Context: an optimization exercise on an open-source flow, tuned for small area, a short achievable clock period and few clock cycles per item. The choices shown serve that exercise and are no tape-out recipe. At most, simulation tests tie the RTL to the original design; equivalence was not proved. Only the layout flow was run in run 3; the RTL was not checked for function there. Power is estimated from default activity; no workload was simulated.

==> design/flow/design.v <==
module flume_limit (
    input  wire        clk,
    input  wire        rst,             
    input  wire        in_valid,
    output wire        in_ready,
    input  wire [19:0] in_v_r,          
    input  wire [19:0] in_v_g,
    input  wire [19:0] in_v_b,
    input  wire [3:0]  in_tag,
    input  wire [15:0] in_master,       
    input  wire [19:0] in_ceil,         
    input  wire [19:0] in_fs,           
    input  wire [19:0] in_fg,           
    input  wire        in_emerg,        
    input  wire [19:0] in_elvl,         
    input  wire [19:0] in_pk,           
    input  wire [1:0]  in_sigma,        
    input  wire [15:0] in_d16,          
    output reg         out_valid,
    input  wire        out_ready,
    output wire [19:0] out_v_r,         
    output wire [19:0] out_v_g,
    output wire [19:0] out_v_b,
    output reg  [19:0] out_fs,          
    output reg         out_yield,       
    output reg  [19:0] out_m0,          
    output reg  [15:0] out_dpx          
);
    localparam [19:0] FULL = 20'hFFFFF;
    localparam S_IDLE = 0;
    localparam S_MUL = 1;
    localparam S_MAX = 2;
    localparam S_CDIV = 3;
    localparam S_FLOOR = 4;
    localparam S_SW0 = 5;
    localparam S_SDIV = 6;
    localparam S_SK = 7;
    localparam [1:0] MD_MST = 2'd0, MD_CEIL = 2'd1, MD_SW = 2'd2;
    reg [7:0]  st;
    reg [3:0]  cnt;
    reg [1:0]  mode;
    reg        cflag;           
    reg        nosw;            
    reg        lt;              
    reg [19:0] xr;              
    reg [19:0] ov [0:2];        
    reg [20:0] rh [0:2];        
    assign out_v_r = ov[0];
    assign out_v_g = ov[1];
    assign out_v_b = ov[2];
    wire [19:0] in_v [0:2];
    assign in_v[0] = in_v_r;
    assign in_v[1] = in_v_g;
    assign in_v[2] = in_v_b;
    wire        start    = in_valid && (!out_valid || out_ready);
    wire [19:0] fs_e     = (in_emerg && in_elvl > in_fs) ? in_elvl : in_fs;
    wire        vz       = in_emerg && (in_tag != 4'hF);
    wire        domaster = (in_tag <= 4'd8) && !vz && (in_master != 16'hFFFF);
    wire        sneg     = in_sigma[1];
    wire [15:0] mfac     = in_master + {15'd0, in_master[15]};    
    wire [19:0] m01  = (ov[1] > ov[0]) ? ov[1] : ov[0];
    wire [19:0] mx   = (ov[2] > m01) ? ov[2] : m01;
    wire        yld  = out_fs > in_ceil;
    wire [19:0] cpr  = xr;                                 
    wire [19:0] cmx  = yld ? out_fs : in_ceil;
    wire        hit  = !cflag && (out_m0 > cpr);           
    wire [19:0] cfg  = (in_ceil < in_fg) ? in_ceil : in_fg;
    wire [19:0] flr  = (out_fs > rh[2][19:0]) ? out_fs : rh[2][19:0];
    wire [19:0] mfl  = (out_m0 > flr) ? out_m0 : flr;
    wire [19:0] upk  = (cpr < in_pk) ? cpr : in_pk;        
    wire [20:0] sa   = {1'b0, rh[0][19:0]} - {1'b0, out_m0};    
    wire [20:0] sb   = {1'b0, out_m0} - {1'b0, out_fs};         
    wire        pos  = !sa[20] && (sa[19:0] != 20'd0) && !sb[20] && (sb[19:0] != 20'd0);
    wire [19:0] dnum = (sa[19:0] < sb[19:0]) ? sa[19:0] : sb[19:0];
    wire [16:0] kfac = sneg ? (17'h10000 - {1'b0, out_dpx}) : (17'h10000 + {1'b0, out_dpx});
    wire [24:0] mt [0:2];
    wire [20:0] dr1 [0:2];
    wire [20:0] dr2 [0:2];
    wire        dq1 [0:2];
    wire        dq2 [0:2];
    genvar g;
    generate for (g = 0; g < 3; g = g + 1) begin : ch
        assign mt[g] = {4'd0, rh[g]} + xr * ov[g][3:0];
        wire        nb1 = (st[S_SDIV]) ? 1'b0 : ov[g][19];
        wire        nb2 = (st[S_SDIV]) ? 1'b0 : ov[g][18];
        wire [20:0] t1  = {rh[g][19:0], nb1};
        wire [21:0] s1  = {1'b0, t1} - {2'b0, out_m0};
        assign dq1[g]   = !s1[21];
        wire [19:0] r1  = dq1[g] ? s1[19:0] : t1[19:0];
        wire [20:0] t2  = {r1, nb2};
        wire [21:0] s2  = {1'b0, t2} - {2'b0, out_m0};
        assign dq2[g]   = !s2[21];
        assign dr2[g]   = {1'b0, dq2[g] ? s2[19:0] : t2[19:0]};
        assign dr1[g]   = {1'b0, r1};
    end endgenerate
    wire [1:0]  qb    = {dq1[0], dq2[0]};
    wire [1:0]  db    = in_d16[5'd15 - {cnt[2:0], 1'b0} -: 2];
    wire        mlast = (cnt == 4'd4);
    assign in_ready = (st[S_FLOOR] && nosw && !hit) ||
                      (st[S_SW0] && !pos) ||
                      (st[S_MUL] && mode == MD_SW && mlast);
    integer i;
    always @(posedge clk) begin
        if (rst) begin
            st <= 8'd1 << S_IDLE;
            out_valid <= 1'b0;
        end else begin
            if (out_valid && out_ready)
                out_valid <= 1'b0;
            if (in_ready)
                out_valid <= 1'b1;
            case (1'b1)
                st[S_IDLE]: if (start) begin
                    out_fs <= fs_e;
                    for (i = 0; i < 3; i = i + 1) begin
                        ov[i] <= vz ? 20'd0 : in_v[i];
                        rh[i] <= 21'h8000;
                    end
                    xr   <= {4'd0, mfac};
                    nosw <= !in_sigma[0] || (in_d16 == 16'd0);
                    mode <= MD_MST;
                    cnt  <= 4'd0;
                    st <= domaster ? (8'd1 << S_MUL) : (8'd1 << S_MAX);
                end
                st[S_MUL]: begin
                    cnt <= cnt + 4'd1;
                    for (i = 0; i < 3; i = i + 1) begin
                        rh[i] <= mt[i][24:4];
                        ov[i] <= {mt[i][3:0], ov[i][19:4]};
                    end
                    if (mlast) begin
                        cnt <= 4'd0;
                        case (mode)
                            MD_MST: begin
                                for (i = 0; i < 3; i = i + 1) ov[i] <= mt[i][19:0];
                                st <= 8'd1 << S_MAX;
                            end
                            MD_CEIL: st <= 8'd1 << S_CDIV;
                            default: begin
                                for (i = 0; i < 3; i = i + 1)
                                    ov[i] <= mt[i][20] ? FULL : mt[i][19:0];
                                st <= 8'd1 << S_IDLE;
                            end
                        endcase
                    end
                end
                st[S_MAX]: begin
                    out_m0    <= mx;
                    out_yield <= yld;
                    rh[2]     <= {1'b0, cfg};
                    cflag     <= 1'b0;
                    xr        <= cmx;
                    st <= 8'd1 << S_FLOOR;
                end
                st[S_CDIV]: begin
                    cnt <= cnt + 4'd1;
                    for (i = 0; i < 3; i = i + 1) begin
                        rh[i] <= dr2[i];
                        ov[i] <= {ov[i][17:0], dq1[i], dq2[i]};
                    end
                    if (cnt == 4'd9) begin
                        rh[2] <= {1'b0, cfg};
                        st <= 8'd1 << S_FLOOR;
                    end
                end
                st[S_FLOOR]: if (hit) begin
                    cflag <= 1'b1;
                    for (i = 0; i < 3; i = i + 1) rh[i] <= 21'd0;
                    mode  <= MD_CEIL;
                    cnt   <= 4'd0;
                    st <= 8'd1 << S_MUL;
                end else begin
                    for (i = 0; i < 3; i = i + 1)
                        ov[i] <= (ov[i] > flr) ? ov[i] : flr;
                    out_m0 <= cflag ? cpr : mfl;
                    rh[0]  <= {1'b0, upk};
                    if (nosw) begin
                        out_dpx <= 16'd0;
                        st <= 8'd1 << S_IDLE;
                    end else begin
                        st <= 8'd1 << S_SW0;
                    end
                end
                st[S_SW0]: begin
                    cnt <= 4'd0;
                    lt  <= 1'b0;
                    if (!pos) begin
                        out_dpx <= 16'd0;
                        st <= 8'd1 << S_IDLE;
                    end else begin
                        rh[0]   <= {1'b0, dnum};
                        out_dpx <= 16'd0;
                        st <= 8'd1 << S_SDIV;
                    end
                end
                st[S_SDIV]: begin
                    cnt     <= cnt + 4'd1;
                    rh[0]   <= dr2[0];
                    out_dpx <= {out_dpx[13:0], qb};
                    if (!lt && qb > db) begin
                        out_dpx <= in_d16;
                        st <= 8'd1 << S_SK;
                    end else begin
                        if (qb < db) lt <= 1'b1;
                        if (cnt == 4'd7) st <= 8'd1 << S_SK;
                    end
                end
                st[S_SK]: begin
                    xr <= {3'd0, kfac};
                    for (i = 0; i < 3; i = i + 1) rh[i] <= 21'h8000;
                    mode <= MD_SW;
                    cnt  <= 4'd0;
                    st <= 8'd1 << S_MUL;
                end
                default: ;
            endcase
        end
    end
endmodule
==> design/flow/run.sh <==
#!/bin/bash
# synth_recipe.tcl (not shown) runs the flow's synth.tcl, then flattens the netlist and writes it again
# the make line also repeats each setting of config.mk as NAME=value (left out here)
make -C /OpenROAD-flow-scripts/flow DESIGN_CONFIG=/design/flow/config.mk WORK_HOME=/design/flow/orfs CLKGATE_MAP_FILE= SYNTH_SCRIPT=/design/flow/synth_recipe.tcl finish
==> design/flow/config.mk <==
export PLATFORM = sky130hd
export DESIGN_NAME = flume_limit
export DESIGN_NICKNAME = flume_limit
export VERILOG_FILES = /design/flow/design.v
export SDC_FILE = /design/flow/constraint.sdc
export NUM_CORES = 4
export LEC_CHECK = 0
export CAP_MARGIN = 20
export CORE_MARGIN = 2
export CORE_UTILIZATION = 40
export SLEW_MARGIN = 20
==> design/flow/constraint.sdc <==
create_clock -name core_clock -period 13.0 [get_ports {clk}]
set_input_delay 2.6000 -clock core_clock [delete_from_list [all_inputs] [get_ports {clk}]]
set_output_delay 2.6000 -clock core_clock [all_outputs]
set_load 0.01 [all_outputs]
==> results of run 1 <==
## critical path: cells and delay by family, from the launching register on
family	cells	cell delay, ns
buffers and inverters	3	0.85
AOI/OAI and AO/OA	3	1.16
xor gates and xnor gates	1	0.15
adders and majority gates	2	0.61
and+or+nand+nor	6	1.87
DFF	1	0.67
## worst paths after layout
path	cells after the start	slack (ns)	end
worst max-delay path	15	4.53	in_ready
worst min-delay path	2	0.57	st[7]
worst max register to register	29	4.78	st[6]
worst min register to register	2	0.57	st[7]
## power by group through the flow
| stage | logic (W) | registers, W | clock network [W] |
|---|---|---|---|
| 2_1_floorplan | 0.00206 | 0.000904 | 0 |
| 3_3_place_gp | 0.00325 | 0.000961 | 0 |
| 3_5_place_dp | 0.00326 | 0.000961 | 0 |
| 4_1_cts | 0.00328 | 0.000947 | 0.00103 |
| 5_1_grt | 0.00358 | 0.000951 | 0.00105 |
| 6_report | 0.00337 | 0.000952 | 0.00103 |
## kinds of logic (layout without fill, tap and decap cells)
group | count (synthesis) | in the layout | share of synthesized area
xor gates and xnor gates | 199 | 199 | 0.0480
AOI/OAI and AO/OA | 1219 | 1219 | 0.220
buffers and inverters | 583 | 891 | 0.0611
DFF | 218 | 218 | 0.178
and+or+nand+nor | 1227 | 1227 | 0.154
adders and majority gates | 703 | 703 | 0.278
muxes | 212 | 212 | 0.0616
other | 0 | 2 | 0
## metal layers
layer	track usage	share of wire	vias to the layer above
li1	-	-	16400
met1	0.425	0.37	17500
met2	0.557	0.43	1991
met3	0.0747	0.097	526
met4	0.286	0.097	2
met5	0	0.000076	-
## cells in the mapped netlist (47+ instances only)
cell and number:
ha_1 527, a21o_1 123, o21a_1 47, xnor2_1 133, clkbuf_1 141, o21ai_0 272, nand3_1 49, nand2_1 448
nand4_1 63, mux2_2 53, edfxtp_1 209, xor2_1 66, a221oi_1 53, fa_1 176, nor2b_1 61, a21oi_1 309
mux2i_1 155, nor3_1 69, o221ai_1 48, nor2_1 361, inv_1 413
## state kept, by name, summed over array words and instances, names as in the netlist
register   count
cnt            4
out_yield      1
nosw           1
cflag          1
st             8
ov            60
out_m0        20
out_dpx       16
xr            20
out_fs        20
lt             1
mode           2
out_valid      1
rh            63
## layout make-up
class | count | area, µm²
sequential | 218 | 6460
multi-input combinational | 3560 | 27900
fill | 8890 | 47500
timing repair buffer | 415 | 3920
clock buffer | 39 | 890
tap | 1176 | 1470
antenna | 2 | 5.00
inverter | 418 | 1570
clock inverter | 19 | 294
## stage by stage
stage / setup slack [ns] / util / hold slack [ns] / total power [W]
final: 4.53 / 0.472 / 0.570 / 0.00535
after global routing: 4.26 / 0.472 / 0.578 / 0.00558
after CTS: 4.59 / 0.472 / 0.554 / 0.00525
after detailed placement: 5.07 / 0.458 / 0.543 / 0.00422
after global placement: 5.18 / 0.458 / 0.547 / 0.00421
after floorplan: 6.82 / - / 0.508 / 0.00297
==> impl_metrics.tcl, run 1 <==
set metrics [dict create \
    dp.cells 5787 \
    ys_warn_count 3 \
    grt_pass1_vias 35500 \
    cts_setup_buffers 0 \
    root_buffer "clkbuf_16" \
    min_period_ns 8.47 \
    avgSynthCellArea_um2 8.33 \
    synth_top_area_cell "ha_1" \
    intPower_w 0.00268 \
    dieArea_um2 93300 \
    cts.clk_slew.worst_paths_ns 0.06 \
    cp_max_fo 9 \
    cts.htree.levels 2 \
    finalClockSkew_ns 0.0526 \
    ys_seq_area_frac 0.178 \
    final_cells 5847 \
    grt_setup_unrepaired "false" \
    hp-start "st[7]" \
    dieWidth_um 305 \
    core_area_um2 90000 \
    crit_slowest_cell "edfxtp_1" \
    p_sw_frac 0.499 \
    yosysTopAreaCellShare 0.181 \
    cts_resized 0 \
    slew_headroom 0.201 \
    cts_made_buffers 34 \
    final_cell_mix "ha_1, nand2_1, inv_1, nor2_1, clkdlybuf4s50_1" \
    gr-total-overflow 0 \
    grt_pass1_wl_um 242000 \
    tns_ns 0 \
    postCtsHoldBufs 0 \
    fin_area_um2 42500 \
    initialDrtViolationCount 4077 \
    nets 5553 \
    ys.flop_type "edfxtp_1" \
    hold_viol 0 \
    dpl.hpwl_um 139000 \
    maxCapViolCount 0 \
    startpoint "out_m0[0]" \
    slew_viol_final 0 \
    p_comb_frac 0.629 \
    p_sw_w 0.00267 \
    synth-edff-count 209 \
    worst_pin_slew_ns 1.18 \
    final_common_cell "ha_1" \
    syn_inst 4361 \
    syn-num-nets 5267 \
    grt_max_degree 69 \
    cts_sinks 218 \
    antenna_found_initial 7 \
    initial_core_util 0.404 \
    cts_tree "yes" \
    setup_viol 0 \
    p_leak_nw 19.1 \
    cp-end-kind "primary output" \
    drive_gt1_frac 0.0589 \
    status "no timing/DRC/antenna violations" \
    top_level_ports 322 \
    timing_worst_setup_path_type "flip-flop to primary output" \
    min_period_over_period 0.651 \
    p_per_area_nw_per_um2 126 \
    drc 0 \
    antenna_left 0 \
    yosysUniqueCellTypes 83 \
    crit_top_cell "inv_1" \
    synth_seq_cells 218 \
    synthArstFlopShare 0 \
    critPathArrivalTime_ns 5.87 \
    synth_area_um2 36300 \
    power_frac_clock 0.192 \
    placed_area_um2 41300 \
    routabilityCongestion 1.06 \
    r2r_start "out_m0[1]" \
    seqPwrFrac 0.178 \
    max_freq_mhz 118 \
    cp.required_ns 10.40 \
    rows 110 \
    worst_setup_path_start_kind "flip-flop" \
    grt_usage 0.356 \
    hold_class "flip-flop to flip-flop" \
    avgViaCountPerCell 6.23 \
    cts_buffer_depth 3 \
    insertion_delay_ns 0.59 \
    critPathMaxStageDelay_ns 0.67 \
    wl_per_cell_um 29.2 \
    firstDrtPassIters 6 \
    synthTopCellsByArea "ha_1, edfxtp_1, fa_1" \
    vdd_drop_max_v 0.0000888 \
    syn2layout_area_growth_pct 16.9 \
    wirelength_um 171000 \
    io_buffers 321 \
    vias 36400 \
    chipHeight_um 305 \
    path_cells "inv_1 -> ha_1 -> inv_1 -> fa_1 -> a211oi_1 -> o211ai_1 -> and2_1 -> xor2_1 -> or3_1 -> or4_1 -> nor4_1 -> nand4_1 -> a31oi_1 -> or2_1 -> clkdlybuf4s50_1" \
]
Testbench counts, summed over its fixed seeds: cycles 94,225, pixels 9,000.
==> inputs of run 2 (changes only) <==
--- a/design/flow/design.v
+++ b/design/flow/design.v
@@ -42,6 +42,8 @@
     reg        cflag;           
     reg        nosw;            
+    reg        gtf;             
     reg        lt;              
     reg [19:0] xr;              
+    reg [19:0] hr;              
     reg [19:0] ov [0:2];        
     reg [20:0] rh [0:2];        
@@ -57,5 +59,4 @@
     wire        vz       = in_emerg && (in_tag != 4'hF);
     wire        domaster = (in_tag <= 4'd8) && !vz && (in_master != 16'hFFFF);
-    wire        sneg     = in_sigma[1];
     wire [15:0] mfac     = in_master + {15'd0, in_master[15]};    
     wire [19:0] m01  = (ov[1] > ov[0]) ? ov[1] : ov[0];
@@ -66,6 +67,10 @@
     wire        hit  = !cflag && (out_m0 > cpr);           
     wire [19:0] cfg  = (in_ceil < in_fg) ? in_ceil : in_fg;
-    wire [19:0] flr  = (out_fs > rh[2][19:0]) ? out_fs : rh[2][19:0];
-    wire [19:0] mfl  = (out_m0 > flr) ? out_m0 : flr;
+    wire [19:0] flc  = (out_fs > rh[2][19:0]) ? out_fs : rh[2][19:0];
+    wire [19:0] flr  = cflag ? hr : flc;                   
+    wire        gt0  = ov[0] > flr;
+    wire        gt1  = ov[1] > flr;
+    wire        gt2  = ov[2] > flr;
+    wire [19:0] mfl  = (gt0 || gt1 || gt2) ? out_m0 : flr;    
     wire [19:0] upk  = (cpr < in_pk) ? cpr : in_pk;        
     wire [20:0] sa   = {1'b0, rh[0][19:0]} - {1'b0, out_m0};    
@@ -73,5 +78,6 @@
     wire        pos  = !sa[20] && (sa[19:0] != 20'd0) && !sb[20] && (sb[19:0] != 20'd0);
     wire [19:0] dnum = (sa[19:0] < sb[19:0]) ? sa[19:0] : sb[19:0];
-    wire [16:0] kfac = sneg ? (17'h10000 - {1'b0, out_dpx}) : (17'h10000 + {1'b0, out_dpx});
+    wire [15:0] dsel = gtf ? hr[15:0] : out_dpx;              
+    wire [16:0] kfac = hr[16] ? (17'h10000 - {1'b0, dsel}) : (17'h10000 + {1'b0, dsel});
     wire [24:0] mt [0:2];
     wire [20:0] dr1 [0:2];
@@ -95,7 +101,8 @@
     end endgenerate
     wire [1:0]  qb    = {dq1[0], dq2[0]};
-    wire [1:0]  db    = in_d16[5'd15 - {cnt[2:0], 1'b0} -: 2];
+    wire [1:0]  db    = hr[5'd15 - {cnt[2:0], 1'b0} -: 2];
     wire        mlast = (cnt == 4'd4);
-    assign in_ready = (st[S_FLOOR] && nosw && !hit) ||
+    assign in_ready = (st[S_FLOOR] && nosw && !cflag) || st[S_SW0];
+    wire   done     = (st[S_FLOOR] && nosw && !hit) ||
                       (st[S_SW0] && !pos) ||
                       (st[S_MUL] && mode == MD_SW && mlast);
@@ -108,5 +115,5 @@
             if (out_valid && out_ready)
                 out_valid <= 1'b0;
-            if (in_ready)
+            if (done)
                 out_valid <= 1'b1;
             case (1'b1)
@@ -160,5 +167,4 @@
                     end
                     if (cnt == 4'd9) begin
-                        rh[2] <= {1'b0, cfg};
                         st <= 8'd1 << S_FLOOR;
                     end
@@ -166,4 +172,5 @@
                 st[S_FLOOR]: if (hit) begin
                     cflag <= 1'b1;
+                    hr    <= flc;
                     for (i = 0; i < 3; i = i + 1) rh[i] <= 21'd0;
                     mode  <= MD_CEIL;
@@ -171,6 +178,7 @@
                     st <= 8'd1 << S_MUL;
                 end else begin
-                    for (i = 0; i < 3; i = i + 1)
-                        ov[i] <= (ov[i] > flr) ? ov[i] : flr;
+                    ov[0]  <= gt0 ? ov[0] : flr;
+                    ov[1]  <= gt1 ? ov[1] : flr;
+                    ov[2]  <= gt2 ? ov[2] : flr;
                     out_m0 <= cflag ? cpr : mfl;
                     rh[0]  <= {1'b0, upk};
@@ -185,4 +193,6 @@
                     cnt <= 4'd0;
                     lt  <= 1'b0;
+                    gtf <= 1'b0;
+                    hr  <= {3'd0, in_sigma[1], in_d16};
                     if (!pos) begin
                         out_dpx <= 16'd0;
@@ -199,6 +209,6 @@
                     out_dpx <= {out_dpx[13:0], qb};
                     if (!lt && qb > db) begin
-                        out_dpx <= in_d16;
-                        st <= 8'd1 << S_SK;
+                        gtf <= 1'b1;
+                        st  <= 8'd1 << S_SK;
                     end else begin
                         if (qb < db) lt <= 1'b1;
@@ -207,4 +217,5 @@
                 end
                 st[S_SK]: begin
+                    out_dpx <= dsel;
                     xr <= {3'd0, kfac};
                     for (i = 0; i < 3; i = i + 1) rh[i] <= 21'h8000;
==> run 2 against run 1 <==
  * Still clean on timing, DRC and antenna
  * Register-to-register slack improved by 0.71 ns
  * Sequential power up 22%
  * Utilization fell by 0.40 points
  * Clock power barely moved
  * Clock-buffer cell count rose by 2
  * Highest routed layer unchanged
==> impl_metrics.tcl, run 2 <==
set metrics [dict create \
    synthMuxAreaShare 0.0724 \
    ys.flop_type "edfxtp_1" \
    core_area_um2 92900 \
    cts_tree "yes" \
    critPathMaxStageDelay_ns 0.67 \
    drc 0 \
    hold_viol 0 \
    finalClockSkew_ns 0.0426 \
    path_delay_family "compound AO/OA/AOI/OAI gates" \
    min_period_over_period 0.578 \
    slew_headroom 0.116 \
    timing_worst_setup_path_type "flip-flop to flip-flop" \
    root_buffer "clkbuf_16" \
    yosys.area_share.simple 0.156 \
    final_cells 5997 \
    cp-end-kind "flip-flop" \
    yosysMostFrequentCell "ha_1" \
    postCtsHoldBufs 0 \
    synth_common_cells "ha_1, nand2_1, inv_1, nor2_1, a21oi_1" \
    hold_class "flip-flop to flip-flop" \
    yosysUniqueCellTypes 92 \
    gr-total-overflow 0 \
    cts_buffer_depth 3 \
    dieWidth_um 309 \
    synth-xor-area-share 0.0498 \
    synth_top_family_by_area "adder cells" \
    dp.cells 5932 \
    setup_viol 0 \
    max_freq_mhz 133 \
    synthArstFlopShare 0 \
    p_per_area_nw_per_um2 182 \
    avgSynthCellArea_um2 8.41 \
    grt_usage 0.374 \
    top_level_ports 322 \
    initialDrtViolationCount 4603 \
    r2r_slack_ns 5.49 \
    cts.htree.levels 2 \
    worst_pin_slew_ns 1.32 \
    cp_num_buf_inv 3 \
    slew_viol_final 0 \
    syn-num-nets 5324 \
    ys_seq_area_frac 0.190 \
    ys_warn_count 3 \
    cts_resized 0 \
    cts_setup_buffers 0 \
    initial_core_util 0.402 \
    chipHeight_um 309 \
    synthTopCellsByArea "edfxtp_1, ha_1, fa_1" \
    tns_ns 0 \
    r2r_end "gtf" \
    cp.required_ns 13.30 \
    maxCapViolCount 0 \
    synth_compound_area_frac 0.207 \
    p_total_w 0.00791 \
    reg_top3 "rh: 63 flops, ov: 60 flops" \
    fill_cells 9216 \
    rr_worst_depth 23 \
    avgViaCountPerCell 6.21 \
    top_register "rh" \
    syn_inst 4438 \
    io_buffers 321 \
    vdd_drop_max_v 0.000134 \
    wirelength_um 183000 \
    syn2layout_area_growth_pct 16.5 \
    wl_per_cell_um 30.5 \
    yosysTopAreaCellShare 0.185 \
    synth_seq_cells 239 \
    p_leak_nw 19.4 \
    synthAdderAreaFrac 0.264 \
    grt_pass1_wl_um 256000 \
    path_cells "inv_1 -> ha_1 -> nand2b_1 -> a21oi_1 -> o22ai_1 -> a21oi_1 -> a211oi_1 -> o21a_1 -> buf_4 -> mux2i_1 -> ha_1 -> nor2b_1 -> o31a_1 -> o311ai_1 -> or4b_1 -> o21a_1 -> nor3_2 -> o31ai_1 -> a21boi_4 -> buf_4 -> ha_1 -> a211o_1 -> a21oi_1" \
    min_period_ns 7.51 \
    r2r_start "out_m0[1]" \
    status "no timing/DRC/antenna violations" \
    min_path_cells 2 \
    rows 112 \
    firstDrtPassIters 14 \
    cp_max_fo 33 \
    vias 37200 \
    grt_pass1_vias 36400 \
    worst_setup_path_start_kind "flip-flop" \
    synth_area_um2 37300 \
    critPathArrivalTime_ns 7.81 \
    cts.clk_slew.worst_paths_ns 0.06 \
    grt_setup_unrepaired "false" \
    largest_reg_flops 63 \
    min_delay_worst_endpoint "st[7]" \
    layout.area.seq_um2 7090 \
    final_common_cell "ha_1" \
    synth_top_area_cell "edfxtp_1" \
    synth-edff-count 230 \
    routabilityCongestion 1.03 \
    multi_input_area_um2 28100 \
    final_cell_mix "ha_1, nand2_1, inv_1, nor2_1, a21oi_1" \
    nets 5601 \
    grt_max_degree 63 \
    antenna_left 0 \
    dieArea_um2 95800 \
    antenna_found_initial 17 \
    cts_sinks 239 \
    hp-start "st[7]" \
    crit_slowest_cell "inv_1" \
    dpl.hpwl_um 147000 \
    insertion_delay_ns 0.61 \
    drive_gt1_frac 0.0588 \
    cts_made_buffers 35 \
]
-- run 2: cells by family (layout without fill, tap and decap cells) --
| family | Yosys count | after routing |
|---|---|---|
| adders and majority gates | 683 | 683 |
| other | 0 | 2 |
| muxes | 258 | 258 |
| and+or+nand+nor | 1265 | 1265 |
| DFF | 239 | 239 |
| buffers and inverters | 594 | 897 |
| AOI/OAI and AO/OA | 1187 | 1187 |
| xor gates and xnor gates | 212 | 212 |
-- run 2: worst max path at each step --
stage / to / start / slack, ns / cells after the start
after floorplan: gtf / out_m0[1] / 6.63 / 24
after global placement: gtf / out_m0[1] / 5.63 / 23
after detailed placement: gtf / out_m0[1] / 5.54 / 23
after CTS: gtf / out_m0[1] / 5.53 / 23
after global routing: st[6] / out_m0[1] / 5.07 / 27
final: gtf / out_m0[1] / 5.49 / 23
-- run 2: through the flow --
| stage | hold slack (ns) | instance area (µm²) | setup WS, ns | util |
|---|---|---|---|---|
| after floorplan | 0.496 | 37300 | 6.63 | - |
| after global placement | 0.525 | 42300 | 5.63 | 0.455 |
| after detailed placement | 0.530 | 42300 | 5.54 | 0.455 |
| after CTS | 0.538 | 43500 | 5.53 | 0.468 |
| after global routing | 0.598 | 43500 | 5.07 | 0.468 |
| final | 0.548 | 43500 | 5.49 | 0.468 |
-- run 2: report_power, final --
part	total (W)	internal, W	leakage (nW)	switching, W
registers	0.00116	0.000981	2.22	0.000181
clock network	0.00104	0.000599	0.569	0.000439
logic	0.00571	0.00198	16.6	0.00373
-- run 2: final cells by class --
cell class                      count  share of cell area
Sequential cell                   239               0.163
Tap cell                         1254              0.0361
Antenna cell                        2            0.000115
Inverter                          413              0.0356
Clock buffer                       41              0.0207
Clock inverter                     22             0.00639
Multi-Input combinational cell   3605               0.647
Timing Repair Buffer              421              0.0912
-- run 2: worst register-to-register path: stages, from the launching register on --
cell and delay, ns:
edfxtp_1 0.47, inv_1 0.67, ha_1 0.37, nand2b_1 0.10
a21oi_1 0.12, o22ai_1 0.30, a21oi_1 0.19, a211oi_1 0.37
o21a_1 0.16, buf_4 0.32, mux2i_1 0.39, ha_1 0.29
nor2b_1 0.14, o31a_1 0.30, o311ai_1 0.38, or4b_1 0.53
o21a_1 0.24, nor3_2 0.21, o31ai_1 0.17, a21boi_4 0.23
buf_4 0.44, ha_1 0.36, a211o_1 0.31, a21oi_1 0.18
-- run 2: per-layer routing --
| layer | track usage | vias to the layer above | share of wire |
|---|---|---|---|
| li1 | - | 16600 | - |
| met1 | 0.462 | 17900 | 0.38 |
| met2 | 0.563 | 2195 | 0.42 |
| met3 | 0.109 | 546 | 0.12 |
| met4 | 0.254 | 12 | 0.082 |
| met5 | 0 | - | 0.00049 |
Testbench counts of run 2, summed over its fixed seeds: cycles 94,225, pixels 9,000.
==> inputs of run 3 (changes only) <==
--- a/design/flow/design.v
+++ b/design/flow/design.v
@@ -47,5 +47,5 @@
     reg [19:0] hr;              
     reg [19:0] ov [0:2];        
-    reg [20:0] rh [0:2];        
+    reg [19:0] rh [0:2];        
     assign out_v_r = ov[0];
     assign out_v_g = ov[1];
@@ -78,7 +78,8 @@
     wire        pos  = !sa[20] && (sa[19:0] != 20'd0) && !sb[20] && (sb[19:0] != 20'd0);
     wire [19:0] dnum = (sa[19:0] < sb[19:0]) ? sa[19:0] : sb[19:0];
-    wire [15:0] dsel = gtf ? hr[15:0] : out_dpx;              
+    wire        gtl  = gtf || (!lt && out_dpx[1:0] > hr[1:0]);  
+    wire [15:0] dsel = gtl ? hr[15:0] : out_dpx;              
     wire [16:0] kfac = hr[16] ? (17'h10000 - {1'b0, dsel}) : (17'h10000 + {1'b0, dsel});
-    wire [24:0] mt [0:2];
+    wire [23:0] mt [0:2];
     wire [20:0] dr1 [0:2];
     wire [20:0] dr2 [0:2];
@@ -101,5 +102,6 @@
     end endgenerate
     wire [1:0]  qb    = {dq1[0], dq2[0]};
-    wire [1:0]  db    = hr[5'd15 - {cnt[2:0], 1'b0} -: 2];
+    wire [1:0]  pb    = out_dpx[1:0];
+    wire [1:0]  db    = hr[5'd17 - {cnt[2:0], 1'b0} -: 2];
     wire        mlast = (cnt == 4'd4);
     assign in_ready = (st[S_FLOOR] && nosw && !cflag) || st[S_SW0];
@@ -122,5 +124,5 @@
                     for (i = 0; i < 3; i = i + 1) begin
                         ov[i] <= vz ? 20'd0 : in_v[i];
-                        rh[i] <= 21'h8000;
+                        rh[i] <= 20'h8000;
                     end
                     xr   <= {4'd0, mfac};
@@ -133,5 +135,5 @@
                     cnt <= cnt + 4'd1;
                     for (i = 0; i < 3; i = i + 1) begin
-                        rh[i] <= mt[i][24:4];
+                        rh[i] <= mt[i][23:4];
                         ov[i] <= {mt[i][3:0], ov[i][19:4]};
                     end
@@ -155,5 +157,5 @@
                     out_m0    <= mx;
                     out_yield <= yld;
-                    rh[2]     <= {1'b0, cfg};
+                    rh[2]     <= cfg;
                     cflag     <= 1'b0;
                     xr        <= cmx;
@@ -163,5 +165,5 @@
                     cnt <= cnt + 4'd1;
                     for (i = 0; i < 3; i = i + 1) begin
-                        rh[i] <= dr2[i];
+                        rh[i] <= dr2[i][19:0];
                         ov[i] <= {ov[i][17:0], dq1[i], dq2[i]};
                     end
@@ -173,5 +175,5 @@
                     cflag <= 1'b1;
                     hr    <= flc;
-                    for (i = 0; i < 3; i = i + 1) rh[i] <= 21'd0;
+                    for (i = 0; i < 3; i = i + 1) rh[i] <= 20'd0;
                     mode  <= MD_CEIL;
                     cnt   <= 4'd0;
@@ -182,5 +184,5 @@
                     ov[2]  <= gt2 ? ov[2] : flr;
                     out_m0 <= cflag ? cpr : mfl;
-                    rh[0]  <= {1'b0, upk};
+                    rh[0]  <= upk;
                     if (nosw) begin
                         out_dpx <= 16'd0;
@@ -199,5 +201,5 @@
                         st <= 8'd1 << S_IDLE;
                     end else begin
-                        rh[0]   <= {1'b0, dnum};
+                        rh[0]   <= dnum;
                         out_dpx <= 16'd0;
                         st <= 8'd1 << S_SDIV;
@@ -206,11 +208,11 @@
                 st[S_SDIV]: begin
                     cnt     <= cnt + 4'd1;
-                    rh[0]   <= dr2[0];
+                    rh[0]   <= dr2[0][19:0];
                     out_dpx <= {out_dpx[13:0], qb};
-                    if (!lt && qb > db) begin
+                    if (cnt != 4'd0 && !lt && pb > db) begin
                         gtf <= 1'b1;
                         st  <= 8'd1 << S_SK;
                     end else begin
-                        if (qb < db) lt <= 1'b1;
+                        if (cnt != 4'd0 && pb < db) lt <= 1'b1;
                         if (cnt == 4'd7) st <= 8'd1 << S_SK;
                     end
@@ -219,5 +221,5 @@
                     out_dpx <= dsel;
                     xr <= {3'd0, kfac};
-                    for (i = 0; i < 3; i = i + 1) rh[i] <= 21'h8000;
+                    for (i = 0; i < 3; i = i + 1) rh[i] <= 20'h8000;
                     mode <= MD_SW;
                     cnt  <= 4'd0;
==> design/flow/flow/run.sh (new file) <==
#!/bin/bash
# Standard synthesis and layout; the only change is that the port buffers
# that global placement inserts are the smallest buffer cell.
set -euo pipefail
bash standard.sh synth > synth.log 2>&1
export BUFFER_PORTS_ARGS="-buffer_cell sky130_fd_sc_hd__buf_1"
bash standard.sh finish > layout.log 2>&1
==> design/flow/standard.sh (new file) <==
#!/bin/bash
# synth_recipe.tcl (not shown) runs the flow's synth.tcl, then flattens the netlist and writes it again
# the make line also repeats each setting of config.mk as NAME=value (left out here)
make -C /OpenROAD-flow-scripts/flow DESIGN_CONFIG=/design/flow/config.mk WORK_HOME=/design/flow/orfs CLKGATE_MAP_FILE= SYNTH_SCRIPT=/design/flow/synth_recipe.tcl "${@:-finish}"
removed: design/flow/run.sh
==> run 3 against run 2 <==
  * Still clean on timing, DRC and antenna
  * Die area up 0.53%
  * Area after synthesis up 0.54%
  * Clock skew down 0.018 ns
  * Critical endpoint is now rh[0][17]
  * Largest cell class unchanged
==> impl_metrics.tcl, run 3 <==
set metrics [dict create \
    cts.clk_slew.worst_paths_ns 0.06 \
    final_cell_mix "ha_1, nor2_1, inv_1, nand2_1, buf_1" \
    p_per_area_nw_per_um2 220 \
    layout_setup_ws_ns 5.50 \
    use_met3 0.0878 \
    hold_viol 0 \
    synth_top_area_cell "edfxtp_1" \
    cts_tree "yes" \
    nets 5626 \
    path_cells "inv_1 -> ha_1 -> nor2b_1 -> o31a_1 -> o21ai_1 -> o211ai_1 -> a211o_1 -> a21boi_2 -> buf_4 -> mux2i_1 -> ha_1 -> nor2b_1 -> o31a_1 -> o31a_1 -> or3_1 -> a221o_1 -> a41oi_2 -> a21boi_4 -> mux2i_1 -> o21ai_0 -> a221oi_1" \
    root_buffer "clkbuf_16" \
    crit_slowest_cell "a21boi_4" \
    yosysMostFrequentCell "ha_1" \
    synth_area_um2 37500 \
    cp_max_fo 26 \
    p_leak_nw 18.3 \
    use_met1 0.450 \
    cts_made_buffers 31 \
    dieArea_um2 96300 \
    grt_use_met2 0.549 \
    timing_worst_setup_path_type "flip-flop to flip-flop" \
    vdd_drop_max_v 0.000214 \
    r2r_end "rh[0][17]" \
    grt_setup_unrepaired "false" \
    synth_seq_cells 236 \
    max_freq_mhz 133 \
    insertion_delay_ns 0.64 \
    initial_core_util 0.403 \
    antenna_left 0 \
    grt_pass1_wl_um 250000 \
    firstDrtPassIters 9 \
    final_util 0.445 \
    critPathArrivalTime_ns 7.93 \
    routabilityCongestion 1.06 \
    ys_seq_area_frac 0.186 \
    cp-end-kind "flip-flop" \
    grt_max_degree 73 \
    cts_buffer_depth 3 \
    grt_usage 0.359 \
    slew_headroom 0.134 \
    min_delay_worst_endpoint "out_dpx[6]" \
    synthTopCellsByArea "edfxtp_1, ha_1, fa_1" \
    dieWidth_um 310 \
    setup_viol 0 \
    syn2layout_area_growth_pct 10.4 \
    cp.required_ns 13.43 \
    final_common_cell "ha_1" \
    min_period_ns 7.50 \
    min_period_over_period 0.577 \
    initialDrtViolationCount 5144 \
    cts_sinks 236 \
    p_total_w 0.00911 \
    syn_inst 4474 \
    dpl.hpwl_um 143000 \
    wirelength_um 177000 \
    yosysTopAreaCellShare 0.182 \
    hold_class "flip-flop to flip-flop" \
    ys_warn_count 3 \
    crit_top_cell "o31a_1" \
    cts.htree.levels 1 \
    slew_viol_final 0 \
    critPathMaxStageDelay_ns 0.91 \
    reg_top3 "ov: 60 flops, rh: 60 flops" \
    gr-max-usage-layer "met2" \
    drc 0 \
    worst_pin_slew_ns 1.28 \
    synth-edff-count 227 \
    synth_common_cells "ha_1, nor2_1, inv_1, nand2_1, a21oi_1" \
    pre_cts_slack_ns 5.54 \
    gr-total-overflow 0 \
    io_buffers 321 \
    cts_resized 0 \
    finalClockSkew_ns 0.0247 \
    chipHeight_um 310 \
    core_area_um2 93200 \
    avgViaCountPerCell 6.34 \
    rows 112 \
    drive_gt1_frac 0.0553 \
    rr_worst_depth 21 \
    wl_per_cell_um 29.3 \
    placed_area_um2 40400 \
    yosysUniqueCellTypes 100 \
    hp-start "out_dpx[4]" \
    status "no timing/DRC/antenna violations" \
    top_level_ports 322 \
    syn-num-nets 5347 \
    synthArstFlopShare 0 \
    min_path_cells 2 \
    postCtsHoldBufs 0 \
    r2r_start "out_m0[1]" \
    cts_setup_buffers 0 \
    tns_ns 0 \
    r2r_slack_ns 5.50 \
    grt_pass1_vias 36500 \
    worst_setup_path_start_kind "flip-flop" \
    ys.flop_type "edfxtp_1" \
    fill_cells 9443 \
    maxCapViolCount 0 \
    avgSynthCellArea_um2 8.39 \
    vias 38300 \
    antenna_found_initial 7 \
    fin_area_um2 41400 \
]
## run 3: cell types whose count changed after synthesis, sizes merged, moves of 20 or more
cell,delta
nand2,-49
mux2i,-40
a221oi,+29
nor3,+28
a222oi,-27
o21ai,+27
nand2b,-24
a21o,+23
nor2,+23
and2,+20
## run 3: metrics by stage
stage | std cells | hold WS, ns
2_1_floorplan | 4474 | 0.533
3_3_place_gp | 5974 | 0.579
3_5_place_dp | 5974 | 0.581
4_1_cts | 6030 | 0.605
5_1_grt | 6030 | 0.633
6_report | 6033 | 0.601
## run 3: critical path, delay by kind of cell, from the launching register on
kind | cells | cell delay, ns
compound gates | 12 | 3.82
fa+ha+maj | 2 | 0.65
buf+inv | 2 | 0.98
flops | 1 | 0.47
mux | 2 | 0.70
simple gates | 3 | 0.66
## run 3: worst max path at each step
stage	start	end	slack [ns]	depth (start not counted)
after global routing	out_m0[1]	rh[2][15]	5.03	20
after floorplan	out_m0[1]	rh[0][1]	6.81	22
after detailed placement	out_m0[1]	rh[0][17]	5.54	21
final	out_m0[1]	rh[0][17]	5.50	21
after global placement	out_m0[1]	rh[0][14]	5.69	21
after CTS	out_m0[1]	rh[0][17]	5.54	21
## run 3: cell type report
cell class / instances / area [µm²] / area share
multi-input cells: 3671 / 28400 / 0.687
diodes: 3 / 7.51 / 0.000181
clock inverters: 22 / 219 / 0.00529
inverters: 398 / 1490 / 0.0361
repair buffers: 415 / 1910 / 0.0461
well taps: 1254 / 1570 / 0.0379
flip-flops and latches: 236 / 7000 / 0.169
clock buffers: 34 / 787 / 0.0190
## run 3: power breakdown
part | leakage [nW] | internal [W] | total [W] | switching (W)
logic | 15.7 | 0.00239 | 0.00695 | 0.00457
clock network | 0.481 | 0.000497 | 0.000901 | 0.000404
registers | 2.19 | 0.00100 | 0.00125 | 0.000250
total | 18.3 | 0.00389 | 0.00911 | 0.00522
## run 3: logic make-up after synthesis
logic type                 after synthesis  synth area share
and+or+nand+nor                       1315             0.166
AOI/OAI and AO/OA                     1267             0.223
adders and majority gates              671             0.258
buffers and inverters                  567            0.0579
DFF                                    236             0.186
muxes                                  220            0.0619
xor gates and xnor gates               198            0.0462
## run 3: per-layer routing
layer	up-vias	wire, µm
met4	6	14700
met3	575	19400
met1	18400	67000
met2	2358	75600
met5	-	37
li1	16900	-
==> inputs of run 4 (changes only) <==
--- a/design/flow/design.v
+++ b/design/flow/design.v
@@ -42,5 +42,4 @@
     reg        cflag;           
     reg        nosw;            
-    reg        gtf;             
     reg        lt;              
     reg [19:0] xr;              
@@ -78,7 +77,9 @@
     wire        pos  = !sa[20] && (sa[19:0] != 20'd0) && !sb[20] && (sb[19:0] != 20'd0);
     wire [19:0] dnum = (sa[19:0] < sb[19:0]) ? sa[19:0] : sb[19:0];
-    wire        gtl  = gtf || (!lt && out_dpx[1:0] > hr[1:0]);  
+    wire        gtl  = !lt && out_dpx[1:0] > hr[1:0];        
     wire [15:0] dsel = gtl ? hr[15:0] : out_dpx;              
-    wire [16:0] kfac = hr[16] ? (17'h10000 - {1'b0, dsel}) : (17'h10000 + {1'b0, dsel});
+    wire [15:0] ksrc = st[S_SW0] ? in_d16 : dsel;
+    wire        kneg = st[S_SW0] ? in_sigma[1] : hr[16];
+    wire [16:0] kfac = kneg ? (17'h10000 - {1'b0, ksrc}) : (17'h10000 + {1'b0, ksrc});
     wire [23:0] mt [0:2];
     wire [20:0] dr1 [0:2];
@@ -195,5 +196,4 @@
                     cnt <= 4'd0;
                     lt  <= 1'b0;
-                    gtf <= 1'b0;
                     hr  <= {3'd0, in_sigma[1], in_d16};
                     if (!pos) begin
@@ -202,4 +202,7 @@
                     end else begin
                         rh[0]   <= dnum;
+                        rh[1]   <= 20'h8000;
+                        rh[2]   <= 20'h8000;
+                        xr      <= {3'd0, kfac};
                         out_dpx <= 16'd0;
                         st <= 8'd1 << S_SDIV;
@@ -211,6 +214,9 @@
                     out_dpx <= {out_dpx[13:0], qb};
                     if (cnt != 4'd0 && !lt && pb > db) begin
-                        gtf <= 1'b1;
-                        st  <= 8'd1 << S_SK;
+                        out_dpx <= hr[15:0];
+                        rh[0]   <= 20'h8000;
+                        mode    <= MD_SW;
+                        cnt     <= 4'd0;
+                        st      <= 8'd1 << S_MUL;
                     end else begin
                         if (cnt != 4'd0 && pb < db) lt <= 1'b1;
--- a/design/flow/config.mk
+++ b/design/flow/config.mk
@@ -6,4 +6,5 @@
 export NUM_CORES = 4
 export LEC_CHECK = 0
+export ABC_AREA = 1
 export CAP_MARGIN = 20
 export CORE_MARGIN = 2
==> run 4 against run 3 <==
  * Still clean on timing, DRC and antenna
  * Fmax up 13%
  * Die area up 4.3%
  * Via count up 11%
  * Hold slack better by 0.042 ns
  * Global-route usage up 1.3 points
  * Setup slack better by 0.87 ns
  * Non-clock buffer count down 7
  * Clock-buffer cell count up 10
  * Utilization about the same
  * Register-to-register slack better by 0.87 ns
  * Cell count up 18%
  * Sequential share of layout area down 0.70 points
  * Largest cell class unchanged
==> impl_metrics.tcl, run 4 <==
set metrics [dict create \
    cts.htree.levels 2 \
    cp.required_ns 13.27 \
    yosysTopAreaCellShare 0.173 \
    worst_pin_slew_ns 1.20 \
    rr_worst_depth 26 \
    firstDrtPassIters 6 \
    gr-total-overflow 0 \
    nets 6662 \
    antenna_left 0 \
    maxCapViolCount 0 \
    slew_viol_final 0 \
    cts_sinks 235 \
    vias 42500 \
    hp-start "st[7]" \
    core_area_um2 96900 \
    status "no timing/DRC/antenna violations" \
    p_per_area_nw_per_um2 130 \
    syn-num-nets 6409 \
    timing_worst_setup_path_type "flip-flop to flip-flop" \
    setup_viol 0 \
    wirelength_um 190000 \
    synth_seq_cells 235 \
    final_util 0.444 \
    cp-end-kind "flip-flop" \
    cts_made_buffers 36 \
    max_freq_mhz 151 \
    synthTopCellsByArea "edfxtp_1, ha_1, nand2_1" \
    drc 0 \
    ys.flop_type "edfxtp_1" \
    worst_setup_path_start_kind "flip-flop" \
    cts_setup_buffers 0 \
    reg_top3 "ov: 60 flops, rh: 60 flops" \
    avgSynthCellArea_um2 7.08 \
    root_buffer "clkbuf_16" \
    drive_gt1_frac 0.0526 \
    startpoint "rh[2][6]" \
    slew_headroom 0.200 \
    synth_area_um2 39200 \
    final_cell_mix "nand2_1, inv_1, a21oi_1, ha_1, o21ai_0" \
    r2r_start "rh[2][6]" \
    yosysUniqueCellTypes 80 \
    p_sw_w 0.00304 \
    dieWidth_um 317 \
    synth_top_area_cell "edfxtp_1" \
    cts_tree "yes" \
    hold_viol 0 \
    avgViaCountPerCell 5.99 \
    initial_core_util 0.404 \
    syn2layout_area_growth_pct 9.81 \
    chipHeight_um 317 \
    grt_pass1_vias 40100 \
    grt_setup_unrepaired "false" \
    final_common_cell "nand2_1" \
    p_total_w 0.00557 \
    cts.clk_slew.worst_paths_ns 0.06 \
    layout_setup_ws_ns 6.38 \
    rows 114 \
    grt_max_degree 61 \
    finalClockSkew_ns 0.0362 \
    ys_warn_count 3 \
    synthArstFlopShare 0 \
    vdd_drop_max_v 0.0000958 \
    wl_per_cell_um 26.8 \
    min_period_over_period 0.509 \
    ys_seq_area_frac 0.178 \
    critPathArrivalTime_ns 6.90 \
    p_sw_frac 0.546 \
    grt_pass1_wl_um 272000 \
    p_leak_nw 20.7 \
    intPower_w 0.00253 \
    synth-edff-count 226 \
    io_buffers 321 \
    dpl.hpwl_um 155000 \
    postCtsHoldBufs 0 \
    whs_ns 0.643 \
    cts_buffer_depth 3 \
    seqPwrFrac 0.181 \
    dieArea_um2 100000 \
    cp_max_fo 40 \
    min_path_cells 1 \
    yosysMostFrequentCell "nand2_1" \
    hold_class "flip-flop to flip-flop" \
    synth_common_cells "nand2_1, inv_1, a21oi_1, ha_1, o21ai_0" \
    top_level_ports 322 \
    cts_resized 0 \
    p_comb_frac 0.637 \
    power_frac_clock 0.182 \
    min_period_ns 6.62 \
    pre_cts_slack_ns 6.50 \
    tns_ns 0 \
    grt_usage 0.371 \
    routabilityCongestion 1.07 \
    syn_inst 5536 \
    antenna_found_initial 4 \
    initialDrtViolationCount 5130 \
    insertion_delay_ns 0.59 \
]
## run 4: cell count changes in the layout (fill, tap and decap cells not counted), sizes merged, moves of 41 or more
cell,delta
a21o,-110
o21a,-41
mux2i,-158
o211ai,+51
inv,+452
nand3,+123
o21ai,+247
and2,-44
nand2,+877
nand2b,-57
a21oi,+195
mux2,-57
nor2b,-60
nor2,-80
## run 4: area by class of cell
| type | count | area (µm²) |
|---|---|---|
| well taps | 1276 | 1600 |
| clock buffers | 44 | 941 |
| diodes | 3 | 7.51 |
| flip-flops and latches | 235 | 6970 |
| repair buffers | 408 | 1860 |
| clock inverters | 20 | 218 |
| fillers | 10300 | 53800 |
| inverters | 850 | 3190 |
| multi-input cells | 4258 | 28200 |
## run 4: cells by family (layout without fill, tap and decap cells)
| group | after synthesis | after routing | share of synthesized area |
|---|---|---|---|
| mux | 1 | 1 | 0.000575 |
| simple gates | 1977 | 1977 | 0.212 |
| compound gates | 1427 | 1427 | 0.217 |
| xor+xnor | 183 | 183 | 0.0417 |
| fa+ha+maj | 670 | 670 | 0.247 |
| flops | 235 | 235 | 0.178 |
| other cells | 0 | 3 | 0 |
| buf+inv | 1043 | 1322 | 0.103 |
## run 4: metal layers
metal | up-vias | share of wire | wire [µm] | GRT usage
met5 | - | 0.00013 | 25 | 0
met4 | 4 | 0.075 | 14300 | 0.234
met3 | 561 | 0.11 | 21300 | 0.0865
met1 | 20100 | 0.39 | 74200 | 0.478
met2 | 2522 | 0.42 | 80500 | 0.560
li1 | 19300 | - | - | -
## run 4: worst max-delay path, stage by stage, from the launching register on
cell and delay (ns):
edfxtp_1 0.59, inv_1 0.17, ha_1 0.31, nand2_1 0.07
nor2_1 0.10, nand2_1 0.08, nor2_2 0.14, nand2_1 0.08
nand3_2 0.13, nand2_2 0.43, o21ai_0 0.92, nand2_1 0.29
o21ai_1 0.40, ha_1 0.22, inv_1 0.04, nor4_1 0.43
nand4_1 0.19, nor2_1 0.12, nand2_1 0.06, nor2_1 0.17
nand3_1 0.10, nand2_1 0.13, nand2_1 0.06, nor2_1 0.08
nand2_1 0.10, a21oi_2 0.60, buf_6 0.25
## run 4: final timing paths
kind | endpoint | slack (ns)
worst max-delay path | out_m0[11] | 6.38
worst min-delay path | st[7] | 0.64
worst max register to register | out_m0[11] | 6.38
worst min register to register | st[7] | 0.64
## run 4: power by group through the flow
stage	clock network (W)	logic, W	registers [W]
final	0.00101	0.00355	0.00101
after floorplan	0	0.00216	0.000971
after global placement	0	0.00343	0.00102
after detailed placement	0	0.00342	0.00102
after global routing	0.00104	0.00381	0.00101
after CTS	0.00101	0.00345	0.00100
## run 4: metrics by stage
step | cell area, µm² | std cells
after floorplan | 39200 | 5536
after global placement | 41800 | 7026
after detailed placement | 41800 | 7027
after CTS | 43000 | 7091
after global routing | 43000 | 7091
final | 43000 | 7094
Testbench counts of run 4, summed over its fixed seeds: cycles 94,225, pixels 9,000.
==> inputs of run 5 (changes only) <==
==> design/flow/run.sh (new file) <==
#!/bin/bash
# synth_recipe.tcl (not shown) runs the flow's synth.tcl, then flattens the netlist and writes it again
# the make line also repeats each setting of config.mk as NAME=value (left out here)
make -C /OpenROAD-flow-scripts/flow DESIGN_CONFIG=/design/flow/config.mk WORK_HOME=/design/flow/orfs CLKGATE_MAP_FILE= SYNTH_SCRIPT=/design/flow/synth_recipe.tcl finish
removed: design/flow/flow/run.sh
removed: design/flow/standard.sh
==> run 5 against run 4 <==
  * Still clean on timing, DRC and antenna
  * Non-clock buffer count is 10 lower
  * Sequential share of layout area fell by 0.71 points
  * First-iteration DRC count up 3.3%
  * Hold slack worse by 0.014 ns
  * Final area is 4.6% higher
  * Clock skew up 0.0038 ns
  * Register-to-register slack better by 0.05 ns
  * Sequential cell count is the same
  * Via count is 0.51% higher
  * Critical path depth decreased by 2
  * Combinational power about the same
  * Largest cell class unchanged
  * Highest routed layer unchanged
==> impl_metrics.tcl, run 5 <==
set metrics [dict create \
    grt_pass1_wl_um 272000 \
    fill_cells 9997 \
    status "no timing/DRC/antenna violations" \
    synthAdderAreaFrac 0.247 \
    drive_gt1_frac 0.0512 \
    synth_top_family_by_area "adder cells" \
    synth-xor-area-share 0.0417 \
    vias 42700 \
    cts_setup_buffers 0 \
    avgViaCountPerCell 6.03 \
    wl_met3_um 22300 \
    fin_area_um2 45000 \
    routabilityCongestion 1.06 \
    ys_warn_count 3 \
    layout_setup_ws_ns 6.42 \
    synthTopCellsByArea "edfxtp_1, ha_1, nand2_1" \
    yosysUniqueCellTypes 80 \
    m1WireLength_um 71900 \
    p_per_area_nw_per_um2 124 \
    final_cells 7079 \
    yosysTopAreaCellShare 0.173 \
    antenna_found_initial 4 \
    chipHeight_um 317 \
    cts_made_buffers 34 \
    cp.required_ns 13.20 \
    syn_inst 5536 \
    timing_worst_setup_path_type "flip-flop to flip-flop" \
    cp_max_fo 40 \
    r2r_slack_ns 6.42 \
    rows 114 \
    syn-num-nets 6409 \
    synth_seq_cells 235 \
    synth_common_cells "nand2_1, inv_1, a21oi_1, ha_1, o21ai_0" \
    cts.htree.levels 2 \
    pre_cts_slack_ns 6.55 \
    postCtsHoldBufs 0 \
    slew_viol_final 0 \
    dieWidth_um 317 \
    ys_seq_area_frac 0.178 \
    gr-total-overflow 0 \
    dp.cells 7016 \
    finalClockSkew_ns 0.0400 \
    setup_viol 0 \
    syn2layout_area_growth_pct 14.8 \
    tns_ns 0 \
    synth-edff-count 226 \
    p_leak_nw 21.5 \
    grt_pass1_vias 40400 \
    grt_usage 0.371 \
    insertion_delay_ns 0.60 \
    avgSynthCellArea_um2 7.08 \
    io_buffers 321 \
    reg_top3 "ov: 60 flops, rh: 60 flops" \
    nets 6650 \
    initialDrtViolationCount 5297 \
    synth_area_um2 39200 \
    drc 0 \
    cp-end-kind "flip-flop" \
    hold_class "flip-flop to flip-flop" \
    firstDrtPassIters 7 \
    wl_met2_um 80000 \
    wl_per_cell_um 27.0 \
    final_cell_mix "nand2_1, inv_1, a21oi_1, ha_1, o21ai_0" \
    synthMuxAreaShare 0.000575 \
    synth_top_area_cell "edfxtp_1" \
    min_period_over_period 0.506 \
    slew_headroom 0.206 \
    grt_max_degree 61 \
    initial_core_util 0.404 \
    placed_area_um2 43800 \
    antenna_left 0 \
    cts.clk_slew.worst_paths_ns 0.07 \
    cts_buffer_depth 3 \
    top_level_ports 322 \
    synth_compound_area_frac 0.217 \
    grt_setup_unrepaired "false" \
    dieArea_um2 100000 \
    hold_viol 0 \
    worst_pin_slew_ns 1.18 \
    cts_resized 0 \
    cts_sinks 235 \
    highest_layer "met5" \
    whs_ns 0.629 \
    ys.flop_type "edfxtp_1" \
    min_period_ns 6.58 \
    root_buffer "clkbuf_16" \
    wirelength_um 191000 \
    max_freq_mhz 152 \
    critPathArrivalTime_ns 6.77 \
    core_area_um2 96900 \
    synthArstFlopShare 0 \
    worst_setup_path_start_kind "flip-flop" \
    yosysMostFrequentCell "nand2_1" \
    cts_tree "yes" \
    final_common_cell "nand2_1" \
    dpl.hpwl_um 154000 \
    maxCapViolCount 0 \
    yosys.area_share.simple 0.212 \
    vdd_drop_max_v 0.000116 \
]
==> run 5: changes by cell type in the layout (fill, tap and decap cells not counted), sizes merged <==
cell	before	now
clkbuf	44	39
clkinv	20	18
clkdlybuf4s50	0	321
clkinvlp	1	3
bufinv	3	6
buf	408	76
diode	3	1
==> run 5: routing by layer <==
metal,vias up,GRT usage
li1,19300,-
met1,20200,0.466
met2,2545,0.556
met3,654,0.0921
met4,6,0.264
met5,-,0.00616
==> run 5: stage by stage <==
| step | power, W | util |
|---|---|---|
| 6_report | 0.00558 | 0.464 |
| 5_1_grt | 0.00585 | 0.464 |
| 4_1_cts | 0.00545 | 0.464 |
| 3_5_place_dp | 0.00440 | 0.452 |
| 3_3_place_gp | 0.00440 | 0.452 |
| 2_1_floorplan | 0.00313 | - |
==> run 5: area by class of cell <==
cell class	instances	area, µm²	area share
Inverter	850	3190	0.0710
Antenna cell	1	2.50	0.0000556
Sequential cell	235	6970	0.155
Clock buffer	38	887	0.0197
Tap cell	1276	1600	0.0355
Multi-Input combinational cell	4258	28200	0.628
Timing Repair Buffer	398	3790	0.0843
Clock inverter	23	288	0.00640
==> run 5: critical path: stages (launching register included) <==
cell and delay [ns]:
edfxtp_1 0.57, ha_1 0.39, nand2_1 0.07, nor2_1 0.15, nand2_1 0.12, nor2_2 0.16, nand2_1 0.08, nand3_2 0.12
nand2_2 0.43, o21ai_0 1.03, nand2_1 0.29, o21ai_1 0.40, ha_1 0.22, inv_1 0.04, nor4_1 0.41, nand4_1 0.20
nor2_1 0.13, nand2_1 0.06, nor2_1 0.13, nand3_1 0.09, nand2_1 0.18, nand2_1 0.07, nor2_1 0.10, nand2_1 0.10
a21oi_4 0.64
==> run 5: power breakdown <==
| part | internal, W | switching (W) | leakage [nW] |
|---|---|---|---|
| clock | 0.000614 | 0.000434 | 0.567 |
| sequential | 0.000901 | 0.000111 | 2.19 |
| combinational | 0.00110 | 0.00242 | 18.8 |
| total | 0.00261 | 0.00297 | 21.5 |
==> run 5: kinds of logic after synthesis <==
family | count (synthesis)
AO/OA/AOI/OAI | 1427
XOR/XNOR | 183
adder cells (fa/ha/maj) | 670
buffers and inverters | 1043
flip-flops | 235
multiplexers | 1
AND/OR/NAND/NOR | 1977
==> run 5: path summary, 6_finish.rpt <==
kind,from,endpoint,cells after the start
max,out_fs[17],out_m0[1],24
min,st[7],st[7],1
max reg2reg,out_fs[17],out_m0[1],24
min reg2reg,st[7],st[7],1
==> inputs of run 6 (changes only) <==
--- a/design/flow/design.v
+++ b/design/flow/design.v
@@ -65,7 +65,8 @@
     wire [19:0] cmx  = yld ? out_fs : in_ceil;
     wire        hit  = !cflag && (out_m0 > cpr);           
-    wire [19:0] cfg  = (in_ceil < in_fg) ? in_ceil : in_fg;
-    wire [19:0] flc  = (out_fs > rh[2][19:0]) ? out_fs : rh[2][19:0];
-    wire [19:0] flr  = cflag ? hr : flc;                   
+    wire        cf   = in_ceil < in_fg;
+    wire        fsgt = cf ? yld : (out_fs > in_fg);        
+    wire [19:0] flm  = fsgt ? out_fs : (cf ? in_ceil : in_fg);
+    wire [19:0] flr  = hr;
     wire        gt0  = ov[0] > flr;
     wire        gt1  = ov[1] > flr;
@@ -158,5 +159,5 @@
                     out_m0    <= mx;
                     out_yield <= yld;
-                    rh[2]     <= cfg;
+                    hr        <= flm;
                     cflag     <= 1'b0;
                     xr        <= cmx;
@@ -175,5 +176,4 @@
                 st[S_FLOOR]: if (hit) begin
                     cflag <= 1'b1;
-                    hr    <= flc;
                     for (i = 0; i < 3; i = i + 1) rh[i] <= 20'd0;
                     mode  <= MD_CEIL;
==> design/flow/flow/run.sh (new file) <==
#!/bin/bash
# Standard synthesis and layout; the only change is that the port buffers
# that global placement inserts are the smallest buffer cell.
set -euo pipefail
bash standard.sh synth > synth.log 2>&1
export BUFFER_PORTS_ARGS="-buffer_cell sky130_fd_sc_hd__buf_1"
bash standard.sh finish > layout.log 2>&1
==> design/flow/standard.sh (new file) <==
#!/bin/bash
# synth_recipe.tcl (not shown) runs the flow's synth.tcl, then flattens the netlist and writes it again
# the make line also repeats each setting of config.mk as NAME=value (left out here)
make -C /OpenROAD-flow-scripts/flow DESIGN_CONFIG=/design/flow/config.mk WORK_HOME=/design/flow/orfs CLKGATE_MAP_FILE= SYNTH_SCRIPT=/design/flow/synth_recipe.tcl "${@:-finish}"
removed: design/flow/run.sh
==> run 6 against run 5 <==
  * Combinational power up 3%
  * Global-route usage increased by 0.54 points
  * Hold slack lost 0.071 ns
  * Critical path depth did not move
  * Synthesized cell count grew 8.0%
  * Sequential cell count unchanged
  * Setup slack got worse by 0.19 ns
  * Clock power is essentially flat
  * Total power rose by 1.5%
  * Utilization is 2.2 points lower
  * Sequential share of layout area grew 0.28 points
  * Fmax shrank 2.9%
==> impl_metrics.tcl, run 6 <==
set metrics [dict create \
    status "no timing/DRC/antenna violations" \
    initialDrtViolationCount 5109 \
    drc 0 \
    worst_setup_path_start_kind "flip-flop" \
    gr-total-overflow 0 \
    path_cells "inv_1 -> buf_4 -> nand2_1 -> ha_1 -> inv_1 -> nand3_1 -> nand2_1 -> nand3_1 -> nand2_1 -> nand3_1 -> nand3_2 -> inv_1 -> o21ai_0 -> ha_1 -> a21o_1 -> a21oi_1 -> nand2_1 -> nand2_1 -> nand3_1 -> a21oi_1 -> nand3_1 -> buf_4 -> o211ai_1 -> nand3_1" \
    dpl.hpwl_um 162000 \
    cts.clk_slew.worst_paths_ns 0.07 \
    ys.flop_type "edfxtp_1" \
    fill_cells 10700 \
    hold_class "flip-flop to flip-flop" \
    synthArstFlopShare 0 \
    p_sw_frac 0.536 \
    whs_ns 0.559 \
    p_comb_frac 0.638 \
    slew_viol_final 0 \
    cp-end-kind "flip-flop" \
    vdd_drop_max_v 0.0000944 \
    critPathArrivalTime_ns 7.09 \
    dieArea_um2 103000 \
    yosysMostFrequentCell "nand2_1" \
    initial_core_util 0.403 \
    synth_area_um2 40300 \
    nets 7122 \
    synthTopCellsByArea "edfxtp_1, ha_1, nand2_1" \
    max_freq_mhz 148 \
    p_sw_w 0.00304 \
    synth-edff-count 226 \
    synth_seq_cells 235 \
    vias 44200 \
    postCtsHoldBufs 0 \
    crit_top_cell "nand3_1" \
    grt_max_degree 76 \
    cp_max_fo 32 \
    antenna_left 0 \
    io_buffers 321 \
    timing_worst_setup_path_type "flip-flop to flip-flop" \
    final_cell_mix "nand2_1, inv_1, ha_1, a21oi_1, o21ai_0" \
    hold_viol 0 \
    p_leak_nw 22.3 \
    cts_buffer_depth 3 \
    slew_headroom 0.295 \
    core_area_um2 100000 \
    ys_seq_area_frac 0.173 \
    cts_sinks 235 \
    antenna_found_initial 6 \
    intPower_w 0.00263 \
    grt_pass1_wl_um 284000 \
    fin_area_um2 44200 \
    path_delay_family "simple AND/OR/NAND/NOR gates" \
    min_period_ns 6.77 \
    placed_area_um2 43000 \
    yosysTopAreaCellShare 0.168 \
    tns_ns 0 \
    top_level_ports 322 \
    ys_warn_count 3 \
    multi_input_area_um2 28800 \
    min_period_over_period 0.521 \
    cts_tree "yes" \
    cts_resized 0 \
    dieWidth_um 321 \
    p_per_area_nw_per_um2 128 \
    setup_viol 0 \
    chipHeight_um 321 \
    firstDrtPassIters 6 \
    synth_top_area_cell "edfxtp_1" \
    drive_gt1_frac 0.0437 \
    worst_pin_slew_ns 1.06 \
    insertion_delay_ns 0.60 \
    routabilityCongestion 1.06 \
    finalClockSkew_ns 0.0435 \
    wl_per_cell_um 26.2 \
    rows 116 \
    cts_setup_buffers 0 \
    syn-num-nets 6859 \
    grt_usage 0.377 \
    grt_pass1_vias 41800 \
    power_frac_clock 0.183 \
    wirelength_um 198000 \
    maxCapViolCount 0 \
    final_common_cell "nand2_1" \
    root_buffer "clkbuf_16" \
    reg_top3 "ov: 60 flops, rh: 60 flops" \
    cts.htree.levels 2 \
    layout.area.seq_um2 6970 \
    avgViaCountPerCell 5.83 \
    avgSynthCellArea_um2 6.74 \
    crit_slowest_cell "dfxtp_1" \
    grt_setup_unrepaired "false" \
    synth_common_cells "nand2_1, inv_1, ha_1, a21oi_1, o21ai_0" \
    yosysUniqueCellTypes 79 \
    syn2layout_area_growth_pct 9.72 \
    cp_num_buf_inv 5 \
    cp.required_ns 13.32 \
    critPathMaxStageDelay_ns 0.82 \
    seqPwrFrac 0.179 \
    syn_inst 5980 \
    cts_made_buffers 35 \
]
==> run 6: changes by cell type in the layout (fill, tap and decap cells not counted), moves of 27 or more <==
| cell | delta |
|---|---|
| buf_1 | +321 |
| nand3_1 | +75 |
| nand2_1 | +294 |
| o221ai_1 | -27 |
| clkdlybuf4s50_1 | -321 |
| inv_1 | +167 |
==> run 6: path summary, 6_finish.rpt <==
| check | start | to | slack [ns] | cells after the start |
|---|---|---|---|---|
| hold reg to reg | st[7] | st[7] | 0.56 | 1 |
| setup reg to reg | st[6] | rh[0][10] | 6.23 | 24 |
| setup / recovery | st[6] | rh[0][10] | 6.23 | 24 |
| hold / removal | st[7] | st[7] | 0.56 | 1 |
==> run 6: power groups by stage <==
stage               sequential [W]  combinational [W]  clock, W
finish                     0.00101            0.00362   0.00104
global route               0.00101            0.00398   0.00106
CTS                        0.00101            0.00352   0.00103
detailed placement         0.00102            0.00349         0
global placement           0.00102            0.00349         0
floorplan                 0.000979            0.00241         0
==> run 6: layout make-up <==
| cell class | instances | area share |
|---|---|---|
| clock buffer | 40 | 0.0212 |
| antenna | 1 | 0.0000566 |
| inverter | 1020 | 0.0867 |
| tap | 1298 | 0.0367 |
| sequential | 235 | 0.158 |
| timing repair buffer | 406 | 0.0418 |
| clock inverter | 24 | 0.00527 |
| multi-input combinational | 4545 | 0.651 |
==> run 6: metal layers <==
layer | track usage | wire length (µm) | vias to the layer above
met5 | 0 | 0 | -
met4 | 0.246 | 15400 | 0
met3 | 0.0779 | 19800 | 627
met2 | 0.593 | 86500 | 2392
met1 | 0.467 | 76700 | 20700
li1 | - | - | 20400
==> run 6: logic make-up (layout without fill, tap and decap cells) <==
group           count (synthesis)  in the layout  share of synthesized area
compound gates               1337           1337                      0.189
xor+xnor                      143            143                     0.0311
flops                         235            235                      0.173
fa+ha+maj                     676            676                      0.242
other cells                     0              1                          0
simple gates                 2388           2388                      0.249
mux                             1              1                   0.000249
buf+inv                      1200           1490                      0.115
==> run 6: per-stage QoR <==
step | worst slack (ns) | std cells | total power [W] | utilization
2_1_floorplan | 8.25 | 5980 | 0.00339 | -
3_3_place_gp | 6.64 | 7502 | 0.00452 | 0.430
3_5_place_dp | 6.47 | 7502 | 0.00451 | 0.430
4_1_cts | 6.43 | 7566 | 0.00556 | 0.442
5_1_grt | 5.76 | 7568 | 0.00605 | 0.442
6_report | 6.23 | 7569 | 0.00566 | 0.442
Testbench counts of run 6, summed over its fixed seeds: cycles 94,225, pixels 9,000.

-- what the ideal ports hide --
How much do the figures lean on ideal ports? The routed layouts below were timed once more, with nothing changed but the port constraints. Step 1 sets driving cells, clkbuf_16 on the clock port and buf_2 on the other inputs (assumed; they add their load-dependent delay and slew). Step 2 moves the port delays by t, midway between the first and last clock arrival at a register: inputs arrive t later, outputs are due t later. That takes back most of the time a late clock gives input paths. Slacks: ideal / step 1 / step 2; pairs: ideal / step 1.
| run | t (ns) | setup slack, ns | worst setup path at the end |
|---|---|---|---|
| run 1 | 0.639 | 4.531 / 4.458 / 4.785 | register to register |
| run 2 | 0.656 | 5.487 / 5.487 / 5.487 | register to register |
| run 3 | 0.700 | 5.503 / 5.503 / 5.503 | register to register |
| run 4 | 0.641 | 6.377 / 6.377 / 6.377 | register to register |
| run 5 | 0.646 | 6.423 / 6.423 / 6.286 | input to register |
| run 6 | 0.653 | 6.228 / 6.228 / 6.228 | register to register |
After both steps every run listed still meets setup and hold. The setup slack of run 5, which loses most, moves by 0.000 ns with the drivers and by -0.137 ns with both steps.
